What follows belongs to an exercise in optimizing a design on an open flow for small area, a short achievable clock period and few clock cycles per item; a production flow would make more cautious choices. Only simulation tests tie the RTL to the original design; equivalence was not proved.

==> flow/design.v (excerpt) <==
module comp_blend (
    input  wire        clk,
    input  wire        rst,           
    input  wire        in_valid,
    output wire        in_ready,
    input  wire        in_last,       
    input  wire        in_l0,         
    input  wire [1:0]  in_mode,       
    input  wire        in_safety,
    input  wire [19:0] in_src_r,      
    input  wire [19:0] in_src_g,
    input  wire [19:0] in_src_b,
    input  wire [1:0]  in_akind,      
    input  wire [7:0]  in_acode,
    input  wire [15:0] in_alpha,      
    input  wire [15:0] in_daylight,   
    input  wire [15:0] in_tw_r,       
    input  wire [15:0] in_tw_g,
    input  wire [15:0] in_tw_b,
    output reg         out_valid,
    input  wire        out_ready,
    output reg  [63:0] out_word
);
    localparam [1:0] OVER = 2'd0, ADD = 2'd1, MUL = 2'd2, MAX = 2'd3;
    reg        rdy;
    assign in_ready = rdy || out_ready;
    wire       acc = in_valid && in_ready;
    wire       adv;                   
    reg        nfirst;
    always @(posedge clk) begin
        if (rst)
            nfirst <= 1'b1;
        else if (acc)
            nfirst <= in_last;
    end
    reg [19:0] a20;
    always @(*) begin
        case (in_akind)
            2'd0:    a20 = 20'hFFFFF;
            2'd1:    a20 = {10{in_acode[1:0]}};
            default: a20 = {in_acode, in_acode, in_acode[7:4]};
        endcase
    end
    wire [8:0] al_o, dy_o, dy_n;
  ...
For scale: about 18,000 cells after synthesis, about 180,000 um2 of cells after synthesis.
==> flow/config.mk <==
export PLATFORM = sky130hd
export DESIGN_NAME = comp_blend
export DESIGN_NICKNAME = comp_blend
export VERILOG_FILES = /design/flow/design.v
export SDC_FILE = /design/flow/constraint.sdc
export NUM_CORES = 4
export LEC_CHECK = 0
export CAP_MARGIN = 20
export CORE_MARGIN = 2
export CORE_UTILIZATION = 40
export PLACE_DENSITY = 0.5
export SLEW_MARGIN = 20
export SYNTH_HIERARCHICAL = 1
export SYNTH_MINIMUM_KEEP_SIZE = 0
==> flow/constraint.sdc <==
create_clock -name core_clock -period 13.0 [get_ports {clk}]
set_input_delay 2.6000 -clock core_clock [delete_from_list [all_inputs] [get_ports {clk}]]
set_output_delay 2.6000 -clock core_clock [all_outputs]
set_load 0.01 [all_outputs]
standard.sh (not shown) runs the stock make flow with config.mk's settings and CLKGATE_MAP_FILE= SYNTH_SCRIPT=/design/flow/synth_recipe.tcl, a recipe that flattens the netlist after the stock synthesis.
==> flow/flow/run.sh <==
#!/bin/bash
set -euo pipefail
bash standard.sh SETUP_SLACK_MARGIN=7.0 finish > standard.log 2>&1
The starting point finished with timing, DRC and antenna clean.
Testbench counts at the start, summed over its fixed seeds: cycles 45,872, planes 45,830.
==> next run, changes <==
==> flow/flow/run.sh (replaced) <==
#!/bin/bash
set -euo pipefail
bash standard.sh SETUP_SLACK_MARGIN=6.75 finish > standard.log 2>&1
Effect:
- wire length goes down by a few percent
- critical path depth goes down by 4
- final area goes down by a few percent
- core utilization goes down by 1.8 points
- non-clock buffer count goes down by 300
- clock skew goes down by 33 ps
- cell count goes down slightly
- global-route usage goes down by 1.0 points
- area after synthesis stays the same

========
== violet ==
comp_blend, a different RTL version from the one above (not shown whole).
For scale: about 230 I/O pins, ~180000 µm² of cells after synthesis.
clock: 13.0 ns
lec_check: 0
cap_margin: 20
core_margin: 2
core_utilization: 40
place_density: 0.5
slew_margin: 20
synth_hierarchical: 1
synth_minimum_keep_size: 0
==> flow/flow/run.sh <==
#!/bin/bash
set -euo pipefail
bash standard.sh SETUP_SLACK_MARGIN=7 finish > standard.log 2>&1
violet reached the final stage; the timing, design-rule and antenna checks on its layout passed.
Testbench counts of violet, summed over its fixed seeds: cycles 45,872, planes 45,830.
For nickel, these inputs were changed with respect to violet:
==> flow/flow/run.sh <==
#!/bin/bash
set -euo pipefail
bash standard.sh SETUP_SLACK_MARGIN=6.75 finish > standard.log 2>&1
Changes observed in nickel relative to violet: worst stage delay on the critical path down 0.10 ns, number of global-route vias before repair down 1871, global-route usage down 1.1 points, reg-to-reg setup timing slack up 0.12 ns.
Looking at beginning of the critical path, the xb_t3[4] result is from violet; the dr[6] one comes from nickel.
Re utilization: nickel is 1.8 points down on violet.
Critical path endpoint: tb[18] -> violet, tr[17] -> nickel
Pin count of the biggest net entering global routing: nickel vs violet down 1
violet was larger in final cell area than nickel.
Relative to violet, worst hold slack has decreased by 0.010 ns in nickel.
The critical path depth of nickel exceeds that of violet by 2.
On routed length per placed instance: between nickel and violet, it ends up higher for violet.
On routed wire length: nickel sits below violet.

## what the ideal ports hide
The results above use ideal ports. As a check the final layouts listed here were re-extracted and re-timed, cells and wires unchanged.
Step 1 (the two cells are an assumption about what drives the block):
set clk [get_ports {clk}]
set_driving_cell -lib_cell sky130_fd_sc_hd__clkbuf_16 $clk
set_driving_cell -lib_cell sky130_fd_sc_hd__buf_2 [delete_from_list [all_inputs] $clk]
Step 2 adds t to the input delays and takes it off the output delays; t is the mean of the earliest and latest rising clock arrival at the registers after step 1. Input paths then give back, and output paths get back, about the clock's delay inside the block.
a / b / c = ideal ports / drivers / drivers and shift; a / b = the first two.
run | shift t [ns] | slack for setup (ns) | hold WS [ns] | slew at the worst register clock pin (ns)
the first run of note 1 | 1.027 | 6.810 / 6.810 / 6.810 | 0.380 / 0.380 / 0.380 | 0.08 / 0.08
the second run of note 1 | 0.992 | 6.803 / 6.787 / 6.787 | 0.409 / 0.409 / 0.409 | 0.08 / 0.08
violet | 1.042 | 6.586 / 6.586 / 6.586 | 0.412 / 0.412 / 0.412 | 0.08 / 0.08
nickel | 1.006 | 6.709 / 6.709 / 6.709 | 0.402 / 0.402 / 0.402 | 0.07 / 0.07
After both steps setup and hold are still met in every run listed. For the second run of note 1, which loses most, drivers alone change the setup slack by -0.016 ns; drivers and shift together by -0.016 ns.
